Source: an optimization exercise on an open RTL-to-GDS flow (aim: small area, a short achievable clock period and few clock cycles per item). Production flows keep margins and buffers that such runs may drop. Where RTL was checked, it was by simulation tests only, not by an equivalence proof against the original.

Setup of rev 12:
## rhalo_narrow
module rhalo_narrow (
    input  wire        clk,
    input  wire        rst,
    input  wire        in_valid,
    output wire        in_ready,
    input  wire [31:0] in_data,
    input  wire [3:0]  cfg_src,
    input  wire [3:0]  cfg_dst,
    input  wire [1:0]  cfg_rnd,
    input  wire [7:0]  cfg_es,
    input  wire [31:0] cfg_seed,
    input  wire [63:0] cfg_index,
    output wire        out_valid,
    input  wire        out_ready,
    output wire [15:0] out_t,
    output wire [24:0] out_r,
    output wire        out_esat,
    output wire        out_last,
    output wire [4:0]  out_k,
    output wire [7:0]  out_et,
    output wire        out_esc,
    output wire        out_sat,
    output wire        out_err
);
    localparam integer NS = 34;              
    localparam [31:0]  HC = 32'h9E37_79B1;   
    function [31:0] lfsr_step32;
        input [31:0] s;
        integer i;
        reg [31:0] v;
        begin
            v = s;
            for (i = 0; i < 32; i = i + 1)
                v = {v[30:0], v[31] ^ v[21] ^ v[1] ^ v[0]};
            lfsr_step32 = v;
        end
    endfunction
  ...
Size in the first run: roughly 3,200 cells after synthesis, roughly 1,400 flip-flops, roughly 210 I/O pins.
==> flow/config.mk <==
export PLATFORM = sky130hd
export DESIGN_NAME = rhalo_narrow
export DESIGN_NICKNAME = rhalo_narrow
export VERILOG_FILES = /design/flow/design.v
export SDC_FILE = /design/flow/constraint.sdc
export NUM_CORES = 4
export LEC_CHECK = 0
export CAP_MARGIN = 20
export CORE_MARGIN = 2
export CORE_UTILIZATION = 65
export CTS_BUF_LIST = sky130_fd_sc_hd__clkbuf_16
export CTS_CLUSTER_DIAMETER = 100
export CTS_CLUSTER_SIZE = 25
export PLACE_DENSITY = 0.75
export SLEW_MARGIN = 20
==> flow/constraint.sdc <==
create_clock -name core_clock -period 19.0 [get_ports {clk}]
set_input_delay 3.8000 -clock core_clock [delete_from_list [all_inputs] [get_ports {clk}]]
set_output_delay 3.8000 -clock core_clock [all_outputs]
set_load 0.01 [all_outputs]
standard.sh (not shown) runs the stock make flow with config.mk's settings and CLKGATE_MAP_FILE= SYNTH_SCRIPT=/design/flow/synth_recipe.tcl, a recipe that flattens the netlist after the stock synthesis.
==> flow/flow/run.sh <==
#!/bin/bash
# Standard ORFS layout (standard synthesis unchanged). Timing repair keeps a
# setup margin so that it shortens the design's paths, and the port buffers
# are plain buffers.
set -euo pipefail
bash standard.sh SETUP_SLACK_MARGIN=14 BUFFER_PORTS_ARGS="-buffer_cell sky130_fd_sc_hd__buf_1" finish > standard.log 2>&1
Relative to rev 12, the following input files were edited for rev 13:
--- a/flow/design.v
+++ b/flow/design.v
@@ -79,30 +79,14 @@
         integer i;
         begin
             inc16[0] = ~x[0];
             for (i = 1; i < 16; i = i + 1)
                 inc16[i] = x[i] ^ (&(x | ~((16'd1 << i) - 16'd1)));
         end
     endfunction
-    function lt24;
-        input [23:0] a;
-        input [23:0] b;
-        integer i, l;
-        reg [31:0] lt, eq;
-        begin
-            lt = {8'd0, ~a & b};
-            eq = {8'hFF, ~(a ^ b)};
-            for (l = 1; l < 32; l = l * 2)
-                for (i = 0; i < 32; i = i + 2 * l) begin
-                    lt[i] = lt[i + l] | (eq[i + l] & lt[i]);
-                    eq[i] = eq[i + l] & eq[i];
-                end
-            lt24 = lt[0];
-        end
-    endfunction
     function [5:0] inc_slot;
         input [5:0] s;
         begin
             inc_slot = (s == NS - 1) ? 6'd0 : s + 6'd1;
         end
     endfunction
     reg  [32*NS-1:0] ring;
@@ -288,15 +272,15 @@
     wire [31:0] v    = $signed(q) >>> r_k;
     wire [23:0] mask = ~(24'hFFFFFF << r_k);
     wire [23:0] f    = q[23:0] & mask;
     wire [23:0] hm   = mask >> 1;
     wire        hb   = |(q[23:0] & (mask ^ hm));
     wire        stk  = |(q[23:0] & hm);
     wire        up_rne = hb & (stk | v[0]);
-    wire        up_sto = lt24(lfsr[23:0] & mask, f);
+    wire        up_sto = (lfsr[23:0] & mask) < f;
     wire        up   = r_rnd ? up_sto : up_rne;
     wire        sgn   = v[31];
     wire        fits  = r_w16 ? (v[31:15] == {17{sgn}}) : (v[31:7] == {25{sgn}});
     wire        lowhi = r_w16 ? (&v[14:0]) : (&v[6:0]);
     wire        is_lm = r_w16 ? (v[31:15] == 17'h1FFFE) : (v[31:7] == 25'h1FFFFFE);
     wire        ovh0  = ~sgn & ~fits;
     wire        ovl0  =  sgn & ~fits;
Notes after the runs:
No stage failed in rev 13, and the final checks on the layout all came back clean.
Layout overhead on the synthesized area: rev 12 vs rev 13, no meaningful difference
Data required time of the critical path: rev 13 vs rev 12 — no meaningful difference
Rev 13: worst clock skew 0.013 ns below rev 12
Row met2 track utilization from global routing: rev 13 higher / rev 12 lower
As far as critical path depth goes, rev 12 and rev 13 are indistinguishable; the numbers are identical.
Delta (rev 13 minus rev 12): met3 global-route usage did not really move, setup slack went up, sequential share of layout area now smaller, share of the core filled with cells has increased, wire length per cell shows an increase of 3.5%.
Post-cts repair resize count for rev 13 is higher than for rev 12.
Testbench counts of rev 13, summed over its fixed seeds: cycles 65,808, items 2,048.
The RTL of rev 12 was laid out without a check of its function.

port drivers added, routing unchanged:
Ports are ideal in the flow. The routed layouts listed here were re-timed in OpenROAD.
Step 1 assumes that a clkbuf_16 drives the clock port and a buf_2 every other input.
Step 2 times the ports against the registers' clock, not the clock port: input delays grow and output delays shrink by t, the midpoint of the rising clock arrivals with the driver on.
Slacks: ideal / step 1 / step 2; pairs: ideal / step 1.
run | t (ns) | slack for setup (ns) | worst setup path at the end | latest minus earliest clock arrival (ns) | worst slew at a driven data input, ns
rev 12 | 0.709 | 13.867 / 13.801 / 13.398 | input to register | 0.046 / 0.045 | 0.07
rev 13 | 0.696 | 13.934 / 13.867 / 13.406 | input to register | 0.030 / 0.030 | 0.06
After both steps setup and hold are still met in every run listed. For rev 13, which loses most, drivers alone change the setup slack by -0.067 ns; drivers and shift together by -0.528 ns.
